From an optimization exercise on the open Yosys and OpenROAD flow, aimed at small area, a short achievable clock period and few clock cycles per item; shortcuts taken in it are not production practice. Function was not checked in any run shown here: the RTL went through the layout flow alone. Power and IR drop assume default switching activity.

==> design/flow/design.v <==
module div_sqrt (
    input  wire        clk,
    input  wire        rst,
    input  wire        in_valid,
    output wire        in_ready,
    input  wire        op,         
    input  wire [31:0] a,
    input  wire [31:0] b,
    input  wire [4:0]  s,
    output reg         out_valid,
    output wire [31:0] result,
    output reg         sat
);
    localparam [1:0] S_IDLE = 2'd0, S_NORM = 2'd1, S_ITER = 2'd2, S_FIN = 2'd3;
    reg [1:0]  state;
    reg [5:0]  cnt;           
    reg        r_op;
    reg        r_aneg;        
    reg        r_neg;         
    reg [4:0]  r_s;
    reg        f_force;       
    reg        f_zero;        
    reg        f_sat;         
    reg [32:0] R;             
    reg [31:0] D;             
    reg [33:0] Q;             
    assign in_ready = (state == S_IDLE) || (state == S_FIN);
    wire   accept   = in_valid && in_ready;
    assign result   = Q[31:0];
    wire [31:0] a_abs = a[31] ? (32'd0 - a) : a;
    wire [31:0] b_abs = b[31] ? (32'd0 - b) : b;
    wire [31:0] r_in  = (op && s[0]) ? {a[30:0], 1'b0} : a_abs;
    wire        ra4 = ~|R[31:16];
    wire [31:0] ra1 = ra4 ? {R[15:0], 16'd0} : R[31:0];
    wire        ra3 = ~|ra1[31:24];
    wire [31:0] ra2 = ra3 ? {ra1[23:0], 8'd0} : ra1;
    wire        ra2s = ~|ra2[31:28];
    wire [31:0] ra3v = ra2s ? {ra2[27:0], 4'd0} : ra2;
    wire        ra1s = ~|ra3v[31:30];
    wire [31:0] ra4v = ra1s ? {ra3v[29:0], 2'd0} : ra3v;    
    wire        ra0s = ~ra4v[31];
    wire [31:0] ra5v = ra0s ? {ra4v[30:0], 1'b0} : ra4v;
    wire        a_zero = ~ra4v[31] & ~ra4v[30];
    wire [4:0]  za = {ra4, ra3, ra2s, ra1s, ra0s};
    wire        rb4 = ~|D[31:16];
    wire [31:0] rb1 = rb4 ? {D[15:0], 16'd0} : D;
    wire        rb3 = ~|rb1[31:24];
    wire [31:0] rb2 = rb3 ? {rb1[23:0], 8'd0} : rb1;
    wire        rb2s = ~|rb2[31:28];
    wire [31:0] rb3v = rb2s ? {rb2[27:0], 4'd0} : rb2;
    wire        rb1s = ~|rb3v[31:30];
    wire [31:0] rb4v = rb1s ? {rb3v[29:0], 2'd0} : rb3v;
    wire        rb0s = ~rb4v[31];
    wire [31:0] rb5v = rb0s ? {rb4v[30:0], 1'b0} : rb4v;
    wire        b_zero = ~rb4v[31] & ~rb4v[30];
    wire [4:0]  zb = {rb4, rb3, rb2s, rb1s, rb0s};
    wire signed [7:0] e_div = $signed({3'd0, r_s}) - $signed({3'd0, za}) + $signed({3'd0, zb});
    wire signed [7:0] n_div = e_div + 8'sd2;
    wire [5:0]  n_sqrt = 6'd17 + {2'd0, r_s[4:1]} - {2'd0, za[4:1]};
    wire [34:0] x_div  = {R, 2'b00};
    wire [34:0] x_sqrt = {R[32:0], Q[33:32]};
    wire [34:0] x      = r_op ? x_sqrt : x_div;
    wire [34:0] t      = {1'b0, D, 1'b0, r_op};
    wire [35:0] diff   = {1'b0, x} - {1'b0, t};
    wire        ge     = ~diff[35];
    wire [33:0] base   = r_op ? {2'd0, D} : Q;
    wire        sticky = |R;
    wire        up     = base[0] & (r_op | sticky | base[1]);
    wire [33:0] mag    = {1'b0, base[33:1]} + {33'd0, up};
    wire        ovf    = r_neg ? (mag > 34'h0_8000_0000) : (mag > 34'h0_7FFF_FFFF);
    wire [31:0] sres   = r_neg ? (32'd0 - mag[31:0]) : mag[31:0];
    wire [31:0] bound  = r_neg ? 32'h8000_0000 : 32'h7FFF_FFFF;
    always @(posedge clk) begin
        if (rst) begin
            state     <= S_IDLE;
            out_valid <= 1'b0;
        end else begin
            out_valid <= 1'b0;
            case (state)
                S_NORM: begin
                    f_force <= 1'b0;
                    f_zero  <= 1'b0;
                    f_sat   <= 1'b0;
                    state   <= S_ITER;
                    if (!r_op) begin
                        R   <= {1'b0, ra5v};
                        D   <= rb5v;
                        Q   <= 34'd0;
                        cnt <= n_div[5:0];
                        if (b_zero) begin
                            f_force <= 1'b1; f_zero <= a_zero; f_sat <= 1'b1;
                            r_neg   <= r_aneg;
                            state   <= S_FIN;
                        end else if (a_zero || n_div < 8'sd1) begin
                            f_force <= 1'b1; f_zero <= 1'b1;
                            state   <= S_FIN;
                        end else if (n_div > 8'sd34) begin
                            f_force <= 1'b1; f_sat <= 1'b1;
                            state   <= S_FIN;
                        end
                    end else begin
                        R   <= 33'd0;
                        D   <= 32'd0;
                        Q   <= {ra4v, 2'b00};
                        cnt <= n_sqrt;
                        if (r_aneg || a_zero) begin
                            f_force <= 1'b1; f_zero <= 1'b1; f_sat <= r_aneg;
                            state   <= S_FIN;
                        end
                    end
                end
                S_ITER: begin
                    if (!r_op) begin
                        R <= ge ? {diff[33:2], 1'b0} : {R[31:0], 1'b0};
                        Q <= {Q[32:0], ge};
                    end else begin
                        R <= ge ? diff[32:0] : x_sqrt[32:0];
                        D <= {D[30:0], ge};
                        Q <= {Q[31:0], 2'b00};
                    end
                    cnt <= cnt - 6'd1;
                    if (cnt == 6'd1)
                        state <= S_FIN;
                end
                default: begin   
                    if (state == S_FIN) begin
                        out_valid <= 1'b1;
                        if (f_force) begin
                            Q   <= {2'd0, f_zero ? 32'd0 : bound};
                            sat <= f_sat;
                        end else if (ovf) begin
                            Q   <= {2'd0, bound};
                            sat <= 1'b1;
                        end else begin
                            Q   <= {2'd0, sres};
                            sat <= 1'b0;
                        end
                    end
                    R <= {1'b0, r_in};
                    D <= b_abs;
                    if (accept) begin
                        r_op   <= op;
                        r_aneg <= a[31];
                        r_neg  <= ~op & (a[31] ^ b[31]);
                        r_s    <= s;
                        state  <= S_NORM;
                    end else begin
                        state  <= S_IDLE;
                    end
                end
            endcase
        end
    end
endmodule
==> design/flow/run.sh <==
#!/bin/bash
# synth_recipe.tcl (not shown) runs the flow's synth.tcl, then flattens the netlist and writes it again
# the make line also repeats each setting of config.mk as NAME=value (left out here)
make -C /OpenROAD-flow-scripts/flow DESIGN_CONFIG=/design/flow/config.mk WORK_HOME=/design/flow/orfs CLKGATE_MAP_FILE= SYNTH_SCRIPT=/design/flow/synth_recipe.tcl finish
==> design/flow/config.mk <==
export PLATFORM = sky130hd
export DESIGN_NAME = div_sqrt
export DESIGN_NICKNAME = div_sqrt
export VERILOG_FILES = /design/flow/design.v
export SDC_FILE = /design/flow/constraint.sdc
export NUM_CORES = 4
export LEC_CHECK = 0
export CAP_MARGIN = 20
export CORE_MARGIN = 2
export CORE_UTILIZATION = 40
export SLEW_MARGIN = 20
==> design/flow/constraint.sdc <==
create_clock -name core_clock -period 7.0 [get_ports {clk}]
set_input_delay 1.4000 -clock core_clock [delete_from_list [all_inputs] [get_ports {clk}]]
set_output_delay 1.4000 -clock core_clock [all_outputs]
set_load 0.01 [all_outputs]
==> summary.txt, run 1 <==
- In this run the tightest slew margin relative to its limit is 0.217.
- Walking the worst path, the cells encountered are or4_1 -> nor4_4 -> buf_4 -> inv_1 -> o21ai_0 -> a31oi_1 -> o21ai_2 -> inv_2 -> fa_1 -> ha_1 -> inv_1 -> ha_1 -> fa_1 -> a21o_1 -> a21o_1 -> xnor2_1 -> nor3_1 -> a31o_2 -> a2111oi_0 -> o2111ai_1 -> a32o_1.
- Count of standard-cell rows: 74
- Core box area: approximately 41000 µm²
- Via count of the first global-routing pass: 16900
- Post-synth net total: about 2300
- Summed over all cells, the static leakage comes to roughly 7 nW.
* Y dimension of the die: approximately 210 µm
- Data required time at the worst endpoint: 7.36 ns
* Clock latency on the worst-skew pair: between 0.4 and 0.5 ns
* Count of buffers added by post-CTS timing repair for setup: 0
- Number of hold violations in the final report: 0
* Mapped Area: ~17000 µm²
* Total via count after detailed routing: between 15000 and 20000
* Proportion of netlist area held by the largest area contributor: 0.210
- The number of antenna violations at the first check in global routing is 2.
- Once the clock tree was built, the resizer swapped 0 gates to a different size.
- DR pass1 iterations: 7
- In this run the worst path has a maximum fanout of 15.
* Number of antenna-violating nets in the routed design: 0
- CTS Sinks: 120
- Post-synthesis async set-or-reset flop share: 0
* Post-synth EDFFs: about 120
* Final Net Count: approximately 2300
* Sequential group share of total power: 0.176
- Average cell area after synthesis: 7.73 µm²
* Final Instance Area: roughly 19000 µm²
- The internal power of the cells totals ~0.0045 W.
- The clock arrives with 0.0168 ns of skew.
- Cell at the slowest stage of the critical path: sky130_fd_sc_hd__or4_1
* Biggest area consumer among synthesized cells: sky130_fd_sc_hd__edfxtp_1
- The worst setup path is launched from a flop.
* Final Setup Violations: 0
* Portion of total power attributed to the clock network: 0.090
- By count the netlist is led by sky130_fd_sc_hd__nand2_1 (221), sky130_fd_sc_hd__a21oi_1 (196), sky130_fd_sc_hd__o21ai_0 (173), sky130_fd_sc_hd__nor2_1 (142), sky130_fd_sc_hd__edfxtp_1 (117).
- Of the total power, combinational logic draws 0.734.
- Largest cells by area after synthesis: sky130_fd_sc_hd__edfxtp_1 (21%), sky130_fd_sc_hd__mux2i_1 (6.7%), sky130_fd_sc_hd__a21oi_1 (5.9%), sky130_fd_sc_hd__o21ai_0 (5.2%), sky130_fd_sc_hd__nand2_1 (5.0%)
* Worst reg2reg startpoint: R[24]
* Total negative setup slack: 0 ns
- Layout area overhead: 12.1%
- Maximum root-to-sink buffer count: 2
- The die is 208 µm wide.
- In this run the critical register-to-register path is captured at state[0].
* Routability congestion estimate from global placement: between 1 and 1.5
* Area of the die: approximately 43000 µm²
- Total of warnings raised by yosys: 1
* Root buffer cell: sky130_fd_sc_hd__clkbuf_16
- Net load switching power: slightly below 0.006 W
- Detail-routed net length per standard cell: 28.1 µm
* Buffer and inverter count on the worst path: 4
- Most frequently used cell type in the post-synthesis netlist: sky130_fd_sc_hd__nand2_1
* Measured slew at the worst slew-check pin: about 1.2 ns
* Status: timing/DRC/antenna clean
- Final routed wirelength across all metal layers: 76300 µm
- Synthesis-stage register bit count: 120
- Primary flip-flop cell chosen by synthesis mapping: sky130_fd_sc_hd__edfxtp_1
- DRC violations left: 0
- Number of H-tree branching levels: 4
- Post-route worst hold slack: about 0.57 ns
- In the finished design, the share of the clock period the worst path needs comes to 0.894.
- Yosys mapped the design onto 97 distinct sky130hd cell types.
- Max-capacitance violation count: 0
- The first global-routing pass estimated between 100000 and 150000 µm of wire.
* Max Clk Rate: approximately 0.16 GHz
- Post-Syn Instances: 2159
- Sequential area share after synthesis: 0.214
- Power spread over the standard cell area amounts to about 550 nW/µm².
- The design draws 0.0104 W.
- The worst-case IR drop observed on VDD is 192 µV.
- Count of pins over their slew limit: 0
* Mean number of vias per cell: about 6.7
* Pin count of the biggest net entering global routing: 69
- Setup repair after global routing left no endpoint under its margin.
* Number of buffers inserted by port buffering: ~110
- Summed over all nets, the half-perimeter wirelength after detailed placement is 58700 µm.
- The critical path starts at R[24].
- Net switching fraction of the power: 0.567
* Last element of the critical path: state[0]
- The kind of cell with the highest combined delay along the critical path is compound AO/OA/AOI/OAI gates.
- Critical Path End Type: flop
- The worst setup path is of the reg2reg kind.
- Setup slack on the worst reg-to-reg path comes out at approximately 0.74 ns.
* Effective utilization at floorplan: 0.407
- In the final layout, the share of cells above drive strength 1 is 0.0805.
- Clock transition time at the flip-flop clock pins of the worst setup and hold paths: 0.06 ns
- WP depth: 21
- The number of cells on the worst reg-to-reg path is 21.
- In the global route stage, overall resource usage came out at 0.342.
- The placed instances occupy a cell area of roughly 18000 µm².
- 108 I/O pins were placed.
- Placed insts: around 2700
- Post-layout minimum cycle time: ~6.3 ns
- After global routing the overflow that remains totals 0.
* DR iter-0 viols: around 2400
* Clock tree from TritonCTS: yes
* Cts hold-fix bufs: 0
- In this run the worst hold path is classified as reg2reg.
* Maximum single-stage delay on the critical path: approximately 0.8 ns
- The count of cells in the finished layout, fillers not included, comes to 2718.
- Counting the buffers created by CTS gives 17.
- Arrival time at the worst endpoint: around 6.6 ns
-- placed cells by master, fill, tap and decap left out, drive strengths merged, types with 27 or more instances in the layout --
cell type	netlist	layout
nand3	49	49
ha	64	64
a21oi	198	198
nand4	27	27
nand2	223	223
nor3	33	33
xnor2	84	84
clkdlybuf4s50	0	107
and2	35	35
a21o	27	27
nor2	145	145
buf	88	66
xor2	56	56
mux2i	112	112
a31oi	35	35
o22ai	28	28
edfxtp	117	117
o21ai	182	182
inv	82	84
-- registers in the layout, summed over array words and instances (netlist names) --
register and cells:
f_sat 1, Q 34, state 2, cnt 6, r_neg 1, R 33
r_aneg 1, r_op 1, sat 1, r_s 5, f_force 1, f_zero 1
D 32, out_valid 1
-- power by group through the flow --
stage	combinational (W)	sequential (W)	clock, W
after floorplan	0.00506	0.00150	0
after global placement	0.00734	0.00182	0
after detailed placement	0.00729	0.00182	0
after CTS	0.00735	0.00181	0.000929
after global routing	0.00805	0.00185	0.000957
final	0.00761	0.00183	0.000928
-- worst min path at each step --
stage / startpoint / end / depth (start not counted)
after floorplan: state[1] / state[1] / 2
after global placement: state[0] / state[0] / 1
after detailed placement: state[0] / state[0] / 1
after CTS: state[0] / state[0] / 1
after global routing: state[1] / state[1] / 2
final: state[0] / state[0] / 1
-- layout make-up --
type | instances | area, µm²
fillers | 4132 | 22300
multi-input cells | 1776 | 12000
inverters | 83 | 312
clock inverters | 14 | 149
repair buffers | 174 | 1590
flip-flops and latches | 120 | 3570
clock buffers | 18 | 439
diodes | 1 | 2.50
well taps | 532 | 666
-- worst register-to-register path: stages, from the launching register on --
cell and delay, ns:
sky130_fd_sc_hd__edfxtp_1 0.51, sky130_fd_sc_hd__or4_1 0.79, sky130_fd_sc_hd__nor4_4 0.39, sky130_fd_sc_hd__buf_4 0.21, sky130_fd_sc_hd__inv_1 0.26, sky130_fd_sc_hd__o21ai_0 0.26, sky130_fd_sc_hd__a31oi_1 0.07, sky130_fd_sc_hd__o21ai_2 0.26
sky130_fd_sc_hd__inv_2 0.22, sky130_fd_sc_hd__fa_1 0.52, sky130_fd_sc_hd__ha_1 0.28, sky130_fd_sc_hd__inv_1 0.04, sky130_fd_sc_hd__ha_1 0.21, sky130_fd_sc_hd__fa_1 0.41, sky130_fd_sc_hd__a21o_1 0.18, sky130_fd_sc_hd__a21o_1 0.20
sky130_fd_sc_hd__xnor2_1 0.21, sky130_fd_sc_hd__nor3_1 0.07, sky130_fd_sc_hd__a31o_2 0.25, sky130_fd_sc_hd__a2111oi_0 0.43, sky130_fd_sc_hd__o2111ai_1 0.16, sky130_fd_sc_hd__a32o_1 0.22
-- routing by layer --
layer,share of wire,track usage
met1,0.41,0.445
met2,0.45,0.543
met3,0.089,0.0577
met4,0.057,0.181
met5,0,0
-- cell families (layout without fill, tap and decap cells) --
logic type / after synthesis / count (layout) / share of synthesized area
xor gates and xnor gates: 140 / 140 / 0.0734
buffers and inverters: 263 / 289 / 0.0725
and+or+nand+nor: 674 / 674 / 0.203
AOI/OAI and AO/OA: 759 / 759 / 0.301
muxes: 134 / 134 / 0.0829
DFF: 120 / 120 / 0.214
adders and majority gates: 69 / 69 / 0.0539
other: 0 / 1 / 0
-- metrics by stage --
step | worst slack, ns | utilization
floorplan | 1.28 | -
global placement | 0.720 | 0.441
detailed placement | 0.781 | 0.441
CTS | 0.758 | 0.456
global route | 0.322 | 0.456
finish | 0.744 | 0.456
==> run 2, diff against run 1 <==
--- a/design/flow/design.v
+++ b/design/flow/design.v
@@ -64,11 +64,15 @@
     wire [35:0] diff   = {1'b0, x} - {1'b0, t};
     wire        ge     = ~diff[35];
     wire [33:0] base   = r_op ? {2'd0, D} : Q;
+    wire [32:0] bh     = base[33:1];
     wire        sticky = |R;
     wire        up     = base[0] & (r_op | sticky | base[1]);
-    wire [33:0] mag    = {1'b0, base[33:1]} + {33'd0, up};
-    wire        ovf    = r_neg ? (mag > 34'h0_8000_0000) : (mag > 34'h0_7FFF_FFFF);
-    wire [31:0] sres   = r_neg ? (32'd0 - mag[31:0]) : mag[31:0];
+    wire        bh_hi  = |bh[32:31];
+    wire        bh_lo1 = &bh[30:0];
+    wire        bh_lo0 = ~|bh[30:0];
+    wire        ovf    = r_neg ? (bh[32] | (bh[31] & (~bh_lo0 | up)))
+                               : (bh_hi | (bh_lo1 & up));
+    wire [31:0] sres   = ({32{r_neg}} ^ bh[31:0]) + {31'd0, r_neg ^ up};
     wire [31:0] bound  = r_neg ? 32'h8000_0000 : 32'h7FFF_FFFF;
     always @(posedge clk) begin
         if (rst) begin
@@ -90,13 +94,10 @@
                         if (b_zero) begin
                             f_force <= 1'b1; f_zero <= a_zero; f_sat <= 1'b1;
                             r_neg   <= r_aneg;
-                            state   <= S_FIN;
                         end else if (a_zero || n_div < 8'sd1) begin
                             f_force <= 1'b1; f_zero <= 1'b1;
-                            state   <= S_FIN;
                         end else if (n_div > 8'sd34) begin
                             f_force <= 1'b1; f_sat <= 1'b1;
-                            state   <= S_FIN;
                         end
                     end else begin
                         R   <= 33'd0;
@@ -105,7 +106,6 @@
                         cnt <= n_sqrt;
                         if (r_aneg || a_zero) begin
                             f_force <= 1'b1; f_zero <= 1'b1; f_sat <= r_aneg;
-                            state   <= S_FIN;
                         end
                     end
                 end
@@ -119,7 +119,7 @@
                         Q <= {Q[31:0], 2'b00};
                     end
                     cnt <= cnt - 6'd1;
-                    if (cnt == 6'd1)
+                    if (f_force || cnt == 6'd1)
                         state <= S_FIN;
                 end
                 default: begin   
--- a/design/flow/config.mk
+++ b/design/flow/config.mk
@@ -5,6 +5,7 @@
 export SDC_FILE = /design/flow/constraint.sdc
 export NUM_CORES = 4
 export LEC_CHECK = 0
+export ABC_CLOCK_PERIOD_IN_PS = 3000
 export CAP_MARGIN = 20
 export CORE_MARGIN = 2
 export CORE_UTILIZATION = 40
==> run 2 against run 1 <==
Compared with the run above:
- still clean on timing, DRC and antenna
- hold slack worse by 0.023 ns
- combinational power is 9.7% lower
- total power is 7.6% lower
- count of clock-buffer cells in the layout is 5 higher
- clock skew is 0.0027 ns lower
- register-to-register slack worse by 0.16 ns
- utilization is 0.23 points lower
- fmax is 2.5% lower
- non-clock buffer count is 9 lower
- sequential power is 2% lower
- worst setup slack worse by 0.16 ns
- critical path type unchanged
- critical endpoint is now f_sat
==> summary.txt, run 2 <==
* Highest-count cells in the layout ignoring fill and taps: sky130_fd_sc_hd__a21oi_1 (202), sky130_fd_sc_hd__nand2_1 (201), sky130_fd_sc_hd__nor2_1 (170) (was sky130_fd_sc_hd__nand2_1 (221), sky130_fd_sc_hd__a21oi_1 (195), sky130_fd_sc_hd__o21ai_0 (172))
- Status: timing/DRC/antenna clean (unchanged)
- Unrepaired setup endpoints after global routing: false (unchanged)
- Cells resized by post-CTS repair: 0 (unchanged)
- Wire length of the first global-routing pass: 107000 µm (was 111000 µm)
* Main combinational cell family by area after synthesis: compound AO/OA/AOI/OAI gates (unchanged)
- The launch point of the worst hold path is r_aneg (was state[0]).
- The launch instance of the worst register-to-register path is R[16] (was R[24]).
- The most crowded layer after global routing is met2 (unchanged).
* Proportion of netlist area held by the largest area contributor: 0.210 (about the same)
- Post-Syn Instances: 2175 (was 2159)
* Static Leakage: 6.97 nW (was 6.96 nW)
- The mean post-synth cell area came to 7.69 µm² (was 7.73 µm²).
- Root buffer cell: sky130_fd_sc_hd__clkbuf_16 (unchanged)
- The worst path setup slack after routing was 0.583 ns (was 0.744 ns).
- Kind of launch point of the worst setup path: flop (unchanged)
- XOR/XNOR share of the synthesized area: 0.0613 (was 0.0734)
- TritonCTS buffer count: 17 (unchanged)
* Max-slew headroom at the worst pin: 0.269 (was 0.217)
- The floorplan die width came to 209 µm (was 208 µm).
- The maximum count of clock buffers along a single path was 2 (unchanged).
* Number of buffers inserted by port buffering: 107 (unchanged)
* Worst hold path class: reg2reg (unchanged)
- Worst Setup Slack post-DPL: 0.652 ns (was 0.781 ns)
- The detailed-route wire length per cell is 26.4 µm (was 28.1 µm).
- The total routed wirelength was 71700 µm (was 76300 µm).
- The warning count from the yosys run was 1 (unchanged).
* Complex-gate fraction of the synthesized area: 0.279 (was 0.301)
- The final critical-path required period was 6.42 ns (was 6.26 ns).
* Via count of the first global-routing pass: 16400 (was 16900)
- The most common cell after layout, fill and taps aside is sky130_fd_sc_hd__a21oi_1 (was sky130_fd_sc_hd__nand2_1).
- The maximum number of pins on one net before global-route repair is 109 (was 69).
* Area of the die: 43500 µm² (was 43400 µm²)
- Met2 Usage GRT: 0.486 (was 0.543)
- The number of setup violations in the final report came to 0 (unchanged).
- The launching element of the worst setup path was R[16] (was R[24]).
- Routability congestion estimate from global placement: 1.00 (was 1.03)
- The CTS tree is yes (unchanged).
* Count of buffers added by post-CTS timing repair for setup: 0 (unchanged)
* Post-synthesis async set-or-reset flop share: 0 (unchanged)
- Number of H-tree branching levels: 4 (unchanged)
- Cts hold-fix bufs: 0 (unchanged)
- The initial detailed-routing violation count was 2323 (was 2366).
- Period utilization: 0.917 (was 0.894)
- The maximum resistive drop on vdd came to 224 µV (was 192 µV).
- The predominant post-synthesis flop cell was sky130_fd_sc_hd__edfxtp_1 (unchanged).
* Mapped Area: 16700 µm² (about the same)
- The met3 layer usage reported by global route was 0.0770 (was 0.0577).
- Post-layout utilization of the core: 0.454 (was 0.456)
- The endpoint type of the worst setup path is a flop (unchanged).
- The number of enable-type register cells in the synthesized netlist was 117 (unchanged).
* Y dimension of the die: 209 µm (was 208 µm)
* Final Net Count: 2313 (was 2314)
- Core box area: 41000 µm² (unchanged)
* Peak fanout along the critical path: 15 (unchanged)
- Leading registers by flop count: Q: 34 flops, R: 33 flops, D: 32 flops (unchanged)
* N_diodes: 0 (was 1)
* Biggest area consumer among synthesized cells: sky130_fd_sc_hd__edfxtp_1 (unchanged)
- The kind of critical path is reg2reg (unchanged).
* Global routing met1 resource utilization: 0.443 (was 0.445)
- Final setup skew: 0.0141 ns (was 0.0168 ns)
- Sequential area share after synthesis: 0.214 (about the same)
- Global route overflow: 0 (unchanged)
* Arrival time at the worst endpoint: 6.62 ns (about the same)
* Simple-Gate Fraction of Synth Area: 0.206 (was 0.203)
- Mux share of post-synthesis cell area: 0.113 (was 0.0829)
* Clock latency on the worst-skew pair: 0.46 ns (was 0.48 ns)
- The count of boundary I/O pins was 108 (unchanged).
- The count of endpoints failing hold in the final timing report was 0 (unchanged).
* Initial antenna violation count: 1 (was 2)
* DRC violations left: 0 (unchanged)
- DR pass1 iterations: 6 (was 7)
- Total half-perimeter wirelength after legalization and detailed placement: 54200 µm (was 58700 µm)
- Most frequent cells after synthesis: sky130_fd_sc_hd__a21oi_1 (202), sky130_fd_sc_hd__nand2_1 (202), sky130_fd_sc_hd__nor2_1 (172), sky130_fd_sc_hd__o21ai_0 (162), sky130_fd_sc_hd__mux2i_1 (134) (was sky130_fd_sc_hd__nand2_1 (221), sky130_fd_sc_hd__a21oi_1 (196), sky130_fd_sc_hd__o21ai_0 (173), sky130_fd_sc_hd__nor2_1 (142), sky130_fd_sc_hd__edfxtp_1 (117))
* Mean number of vias per cell: 6.60 (was 6.66)
- Total routing usage reported by global routing: 0.322 (was 0.342)
- Clock transition time at the flip-flop clock pins of the worst setup and hold paths: 0.06 ns (about the same)
- The post-synthesis cell type count is 90 (was 97).
* Adder and majority cell fraction of the synthesized area: 0.0538 (was 0.0539)
* FF/Latch Area: 3570 µm² (unchanged)
- Total negative setup slack: 0 ns (unchanged)
- The number of flip-flops in the largest register was 34 (unchanged).
- The maximum frequency from static timing analysis is 0.156 GHz (was 0.160 GHz).
* Data required time at the worst endpoint: 7.20 ns (was 7.36 ns)
- The final number of max-transition violations was 0 (unchanged).
* Largest cells by area after synthesis: sky130_fd_sc_hd__edfxtp_1 (21%), sky130_fd_sc_hd__mux2i_1 (8.0%), sky130_fd_sc_hd__a21oi_1 (6.0%), sky130_fd_sc_hd__o21ai_0 (4.8%), sky130_fd_sc_hd__ha_1 (4.8%) (was sky130_fd_sc_hd__edfxtp_1 (21%), sky130_fd_sc_hd__mux2i_1 (6.7%), sky130_fd_sc_hd__a21oi_1 (5.9%), sky130_fd_sc_hd__o21ai_0 (5.2%), sky130_fd_sc_hd__nand2_1 (5.0%))
* Total via count after detailed routing: 17900 (was 18100)
* Number of antenna-violating nets in the routed design: 0 (unchanged)
* Layout cell share with drive strength beyond 1: 0.0852 (was 0.0805)
- CTS Sinks: 120 (unchanged)
- Power per cell area: 514 nW/µm² (was 554 nW/µm²)
* Post-synth net total: 2317 (was 2301)
- Count of standard-cell rows: 74 (unchanged)
- The initial core utilization was 0.408 (was 0.407).
* Number of filler cells placed in the layout: 4153 (was 4132)
- Synthesis-stage register bit count: 120 (unchanged)
* Layout area overhead: 11.3% (was 12.1%)
- The area of combinational cells with multiple inputs came to 12000 µm² (about the same).
- Register name with the most flops: Q (unchanged)
- The slew at the pin with the worst max-slew slack is 1.09 ns (was 1.17 ns).
- Max-capacitance violation count: 0 (unchanged)
[run 2: where the power goes]
group / total (W) / leakage, nW / switching [W] / internal, W
clock: 0.000919 / 0.281 / 0.000379 / 0.000540
sequential: 0.00179 / 1.15 / 0.000537 / 0.00125
combinational: 0.00687 / 5.53 / 0.00428 / 0.00259
total: 0.00957 / 6.97 / 0.00520 / 0.00437
[run 2: logic make-up after synthesis]
logic type	count (synthesis)
xor+xnor	117
mux	178
flops	120
fa+ha+maj	69
simple gates	703
buf+inv	269
compound gates	719
[run 2: area by class of cell]
type / count / share of cell area
Clock buffer: 23 / 0.0251
Clock inverter: 9 / 0.00544
Inverter: 81 / 0.0163
Multi-Input combinational cell: 1786 / 0.644
Sequential cell: 120 / 0.192
Tap cell: 532 / 0.0358
Timing Repair Buffer: 165 / 0.0816
[run 2: routing by layer]
metal,wire length (µm),part of all wire
met1,30400,0.42
met2,30400,0.42
met3,8010,0.11
met4,2850,0.040
met5,0,0
[run 2: final timing paths]
path	to	slack [ns]	cells past startpoint
max	f_sat	0.58	19
min	r_neg	0.55	2
max reg2reg	f_sat	0.58	19
min reg2reg	r_neg	0.55	2
[run 2: worst max-delay path, cell delays in order (launching register included)]
cell,delay (ns)
sky130_fd_sc_hd__edfxtp_1,0.48
sky130_fd_sc_hd__or4_1,0.68
sky130_fd_sc_hd__nor4_4,0.71
sky130_fd_sc_hd__inv_2,0.28
sky130_fd_sc_hd__o221a_1,0.33
sky130_fd_sc_hd__o21a_1,0.26
sky130_fd_sc_hd__nand2_4,0.13
sky130_fd_sc_hd__inv_2,0.15
sky130_fd_sc_hd__fa_1,0.46
sky130_fd_sc_hd__xnor2_1,0.19
sky130_fd_sc_hd__ha_1,0.28
sky130_fd_sc_hd__ha_1,0.31
sky130_fd_sc_hd__a21o_1,0.15
sky130_fd_sc_hd__a21oi_1,0.23
sky130_fd_sc_hd__xnor2_1,0.12
sky130_fd_sc_hd__or3_1,0.36
sky130_fd_sc_hd__or4_1,0.48
sky130_fd_sc_hd__o211ai_1,0.24
sky130_fd_sc_hd__nor2b_1,0.08
sky130_fd_sc_hd__o31a_1,0.23
[run 2: stage by stage]
stage | area (µm²) | cells | total power, W | hold WS, ns
6_report | 18600 | 2716 | 0.00957 | 0.546
5_1_grt | 18600 | 2716 | 0.0101 | 0.581
4_1_cts | 18600 | 2716 | 0.00933 | 0.544
3_5_place_dp | 18000 | 2684 | 0.00839 | 0.537
3_3_place_gp | 18000 | 2684 | 0.00839 | 0.527
2_1_floorplan | 16700 | 2175 | 0.00627 | 0.509
==> run 3, diff against run 2 <==
--- a/design/flow/config.mk
+++ b/design/flow/config.mk
@@ -5,8 +5,9 @@
 export SDC_FILE = /design/flow/constraint.sdc
 export NUM_CORES = 4
 export LEC_CHECK = 0
-export ABC_CLOCK_PERIOD_IN_PS = 3000
+export ABC_CLOCK_PERIOD_IN_PS = 2500
 export CAP_MARGIN = 20
 export CORE_MARGIN = 2
 export CORE_UTILIZATION = 40
+export SETUP_SLACK_MARGIN = 4.2
 export SLEW_MARGIN = 20
==> run 3 against run 2 <==
Compared with the run above:
- global-route usage is 5.1 points higher
- sequential power down 17%
- count of clock-buffer cells in the layout down 6
- via count rose by 9.5%
- utilization is 11 points higher
- synthesized cell count did not move
- hold slack better by 0.072 ns
- cell area rose by 24%
- sequential cell count unchanged
- first-iteration DRC count rose by 0.65%
- clock skew shrank 0.0012 ns
- critical path type unchanged
- largest cell class unchanged
==> summary.txt, run 3 <==
- Final Instance Area: 23100 µm² (was 18600 µm²)
* Most common cell after layout, fill and taps aside: sky130_fd_sc_hd__buf_4 (was sky130_fd_sc_hd__a21oi_1)
- The warning count from the yosys run was 1 (unchanged).
* Post-layout utilization of the core: 0.564 (was 0.454)
- The power density over the cells is 515 nW/µm² (was 514 nW/µm²).
- Number of antenna-violating nets in the routed design: 0 (unchanged)
* Average cell area after synthesis: 7.69 µm² (unchanged)
* Number of hold violations in the final report: 0 (unchanged)
* Core box area: 41000 µm² (unchanged)
* Largest cells by area after synthesis: sky130_fd_sc_hd__edfxtp_1 (21%), sky130_fd_sc_hd__mux2i_1 (8.0%), sky130_fd_sc_hd__a21oi_1 (6.0%), sky130_fd_sc_hd__o21ai_0 (4.8%), sky130_fd_sc_hd__ha_1 (4.8%) (unchanged)
* Share of power burned in combinational logic: 0.799 (was 0.717)
* Measured slew at the worst slew-check pin: 1.17 ns (was 1.09 ns)
- Initial antenna violation count: 3 (was 1)
- Cell area after placement: 18600 µm² (was 18000 µm²)
* Unrepaired setup endpoints after global routing: true (was false)
* Via count of the first global-routing pass: 18600 (was 16400)
* Buffer and inverter count on the worst path: 2 (unchanged)
- The placed wire-length estimate came to 55300 µm (was 54200 µm).
- The standby leakage power is 8.88 nW (was 6.97 nW).
- The floorplan die width was 209 µm (unchanged).
- Primary flip-flop cell chosen by synthesis mapping: sky130_fd_sc_hd__edfxtp_1 (unchanged)
- The total number of nets in the final design is 2568 (was 2313).
* Post-synthesis async set-or-reset flop share: 0 (unchanged)
- Sequential area share after synthesis: 0.214 (unchanged)
- The fraction of layout cells with a size suffix above 1 came to 0.319 (was 0.0852).
* Clock latency on the worst-skew pair: 0.48 ns (was 0.46 ns)
- The total routed wirelength came to 83100 µm (was 71700 µm).
- Count of cell types in the netlist: 90 (unchanged)
- The register ranked first by flip-flop count was Q (unchanged).
- List of cells traversed by the critical path: nor2_1 -> and4_2 -> o21a_4 -> inv_6 -> o211ai_1 -> nand3_2 -> o211ai_4 -> inv_2 -> ha_4 -> fa_2 -> xnor2_1 -> ha_1 -> ha_1 -> a21o_1 -> a21oi_4 -> xnor2_2 -> or3_1 -> or4_1 -> o211ai_1 -> nor2b_1 -> o31a_1 (was or4_1 -> nor4_4 -> inv_2 -> o221a_1 -> o21a_1 -> nand2_4 -> inv_2 -> fa_1 -> xnor2_1 -> ha_1 -> ha_1 -> a21o_1 -> a21oi_1 -> xnor2_1 -> or3_1 -> or4_1 -> o211ai_1 -> nor2b_1 -> o31a_1).
- TritonCTS buffer count: 17 (unchanged)
- The slowest cell on the critical path is sky130_fd_sc_hd__edfxtp_1 (was sky130_fd_sc_hd__nor4_4).
- The top cell type by total area after synthesis is sky130_fd_sc_hd__edfxtp_1 (unchanged).
- The number of nets in the synthesized netlist was 2317 (unchanged).
- The CTS clock-pin slew for the worst setup and hold paths came to 0.07 ns (was 0.06 ns).
- DR iter-0 viols: 2338 (was 2323)
* Wire length of the first global-routing pass: 121000 µm (was 107000 µm)
* Number of flip-flops in the largest register: 34 (unchanged)
- The maximum number of pins on one net before global-route repair is 60 (was 109).
- Total via count after detailed routing: 19600 (was 17900)
* Total routing usage reported by global routing: 0.373 (was 0.322)
* Global route overflow: 0 (unchanged)
- I/O pin cnt: 108 (unchanged)
- Count of standard-cell rows: 74 (unchanged)
- Most frequent cells after synthesis: sky130_fd_sc_hd__a21oi_1 (202), sky130_fd_sc_hd__nand2_1 (202), sky130_fd_sc_hd__nor2_1 (172), sky130_fd_sc_hd__o21ai_0 (162), sky130_fd_sc_hd__mux2i_1 (134) (unchanged)
* Critical path start-end classification: reg2reg (unchanged)
- Proportion of netlist area held by the largest area contributor: 0.210 (unchanged)
* Total negative setup slack: 0 ns (unchanged)
- The final number of max-transition violations is 0 (unchanged).
* Crit. Startpoint: R[10] (was R[16])
- Number of H-tree branching levels: 4 (unchanged)
- The largest fanout on the critical path came to 8 (was 15).
- Synthesis-stage register bit count: 120 (unchanged)
- Critical Path End Type: flop (unchanged)
* Largest delay contributor family on the critical path: simple AND/OR/NAND/NOR gates (unchanged)
- The max-capacitance violation count was 0 (unchanged).
- The number of detailed-routing iterations run before antenna repair came to 6 (unchanged).
- Sequential group share of total power: 0.125 (was 0.187)
- The post-synthesis instance area is 16700 µm² (unchanged).
- The number of setup violations in the final report came to 0 (unchanged).
- The internal cell power was 0.00560 W (was 0.00437 W).
- The number of remaining DRC errors is 0 (unchanged).
- The launch instance of the worst register-to-register path is R[10] (was R[16]).
- Mean number of vias per cell: 6.60 (about the same)
- The required time of the critical path is 7.23 ns (was 7.20 ns).
- CTS Sinks: 120 (unchanged)
* Period utilization: 0.801 (was 0.917)
- The port buffer count was 107 (unchanged).
- The initial core utilization was 0.408 (unchanged).
- Post-synth EDFFs: 117 (unchanged)
- The relative area change from synthesis to final layout was 38.3% (was 11.3%).
* Net load switching power: 0.00631 W (was 0.00520 W)
- The type of the most critical hold path was reg2reg (unchanged).
* Maximum single-stage delay on the critical path: 0.58 ns (was 0.71 ns)
- Post-layout minimum cycle time: 5.61 ns (was 6.42 ns)
- Y dimension of the die: 209 µm (unchanged)
- The maximum resistive drop on vdd was 258 µV (was 224 µV).
- Status: timing/DRC/antenna clean (unchanged)
- The part of the power in the clock network was 0.076 (was 0.096).
* Arrival time at the worst endpoint: 5.84 ns (was 6.62 ns)
- The area of the die came to 43500 µm² (unchanged).
- The switching share of power came to 0.530 (was 0.543).
* Kind of launch point of the worst setup path: flop (unchanged)
* Maximum root-to-sink buffer count: 2 (unchanged)
* Routability congestion estimate from global placement: 1.00 (about the same)
- Leading registers by flop count: Q: 34 flops, R: 33 flops, D: 32 flops (unchanged).
- The count of antenna diodes in the layout was 0 (unchanged).
- Highest-count cells in the layout ignoring fill and taps: sky130_fd_sc_hd__buf_4 (235), sky130_fd_sc_hd__nand2_1 (187), sky130_fd_sc_hd__a21oi_1 (161) (was sky130_fd_sc_hd__a21oi_1 (202), sky130_fd_sc_hd__nand2_1 (201), sky130_fd_sc_hd__nor2_1 (170)).
* Clock tree from TritonCTS: yes (unchanged)
- The root buffer cell was sky130_fd_sc_hd__clkbuf_16 (unchanged).
- The maximum frequency from static timing analysis is 0.178 GHz (was 0.156 GHz).
- The number of standard cells after synthesis is 2175 (unchanged).
* Detail-routed net length per standard cell: 28.0 µm (was 26.4 µm)
- The launch point of the worst hold path was r_aneg (unchanged).
- Max-slew headroom at the worst pin: 0.216 (was 0.269)
- The largest clock skew in the final design was 0.0129 ns (was 0.0141 ns).
-- run 3: cell types whose count changed in the layout (fill, tap and decap cells not counted), moves of 36 or more --
cell and change:
sky130_fd_sc_hd__a21oi_1 -41, sky130_fd_sc_hd__o21ai_0 -69, sky130_fd_sc_hd__buf_6 +51, sky130_fd_sc_hd__buf_4 +178
sky130_fd_sc_hd__clkdlybuf4s50_1 -59, sky130_fd_sc_hd__o21ai_1 +36
-- run 3: layout make-up --
cell class                      instances  area, µm²
Clock buffer                           17        425
Clock inverter                         15        145
Fill cell                            3767      17900
Inverter                               81        362
Multi-Input combinational cell       1788      14100
Sequential cell                       120       3580
Tap cell                              532        666
Timing Repair Buffer                  415       3850
Timing Repair inverter                  3       23.8
-- run 3: cell families (layout without fill, tap and decap cells) --
family                     count (synthesis)  after routing  share of synthesized area
buffers and inverters                    269            531                     0.0729
DFF                                      120            120                      0.214
AOI/OAI and AO/OA                        719            719                      0.279
xor gates and xnor gates                 117            117                     0.0613
adders and majority gates                 69             69                     0.0538
muxes                                    178            178                      0.113
and+or+nand+nor                          703            705                      0.206
-- run 3: layer usage --
metal / part of all wire / GRT usage
met4: 0.058 / 0.187
met1: 0.40 / 0.494
met3: 0.12 / 0.0958
met5: 0.00031 / 0
met2: 0.42 / 0.561
-- run 3: power groups by stage --
stage | Combinational (W) | Sequential [W] | Clock (W)
4_1_cts | 0.00878 | 0.00147 | 0.000906
3_3_place_gp | 0.00704 | 0.00165 | 0
6_report | 0.00952 | 0.00149 | 0.000904
5_1_grt | 0.0100 | 0.00151 | 0.000930
3_5_place_dp | 0.00701 | 0.00167 | 0
2_1_floorplan | 0.00512 | 0.00147 | 0
-- run 3: worst paths after layout --
check	slack, ns	endpoint	cells after the start
worst min register to register	0.62	r_neg	2
worst max-delay path	1.39	f_sat	21
worst min-delay path	0.62	r_neg	2
worst max register to register	1.39	f_sat	21
-- run 3: per-stage QoR --
stage | cells | hold WS (ns) | power (W) | setup WS, ns
floorplan | 2175 | 0.509 | 0.00659 | 1.16
global placement | 2691 | 0.532 | 0.00869 | 0.751
detailed placement | 2691 | 0.542 | 0.00868 | 0.741
CTS | 2933 | 0.615 | 0.0112 | 1.53
global route | 2971 | 0.622 | 0.0124 | 1.24
finish | 2971 | 0.618 | 0.0119 | 1.39
-- run 3: worst reg2reg max path: stages (launching register included) --
cell and delay [ns]:
sky130_fd_sc_hd__edfxtp_1 0.58, sky130_fd_sc_hd__nor2_1 0.19, sky130_fd_sc_hd__and4_2 0.41, sky130_fd_sc_hd__o21a_4 0.20
sky130_fd_sc_hd__inv_6 0.06, sky130_fd_sc_hd__o211ai_1 0.33, sky130_fd_sc_hd__nand3_2 0.15, sky130_fd_sc_hd__o211ai_4 0.28
sky130_fd_sc_hd__inv_2 0.09, sky130_fd_sc_hd__ha_4 0.17, sky130_fd_sc_hd__fa_2 0.35, sky130_fd_sc_hd__xnor2_1 0.13
sky130_fd_sc_hd__ha_1 0.29, sky130_fd_sc_hd__ha_1 0.27, sky130_fd_sc_hd__a21o_1 0.18, sky130_fd_sc_hd__a21oi_4 0.18
sky130_fd_sc_hd__xnor2_2 0.09, sky130_fd_sc_hd__or3_1 0.40, sky130_fd_sc_hd__or4_1 0.47, sky130_fd_sc_hd__o211ai_1 0.23
sky130_fd_sc_hd__nor2b_1 0.08, sky130_fd_sc_hd__o31a_1 0.23
-- run 3: repair_timing --
item / 4_1_cts / 5_1_grt
buffers inserted: 198 / 36
pin swaps: 132 / 80
resized for setup: 433 / 129
gates cloned: 12 / 2
endpoints found under the setup margin: 234 / 117
hold buffers: 0 / 0

## afterwards: timing with drivers on the ports
Ports are ideal in the flow. The routed layouts listed here were re-timed in OpenROAD.
Step 1, drivers: a clkbuf_16 drives clk and a buf_2 each remaining input, both assumed.
Step 2 also shifts input and output timing later by t, the mid clock arrival at the registers, as if the neighbouring blocks saw the same clock.
Slacks: no drivers / after step 1 / after step 2; pairs: no drivers / after step 1.
run	shift t [ns]	setup slack, ns	latest minus earliest clock arrival (ns)	worst register clock-pin slew, ns	pins driven straight from the clock port
run 1	0.520	0.744 / 0.744 / 0.744	0.017 / 0.016	0.07 / 0.07	1
run 2	0.497	0.583 / 0.583 / 0.583	0.014 / 0.014	0.07 / 0.07	1
run 3	0.526	1.392 / 1.392 / 1.392	0.013 / 0.012	0.07 / 0.07	1
After both steps setup and hold are still met in every run listed.
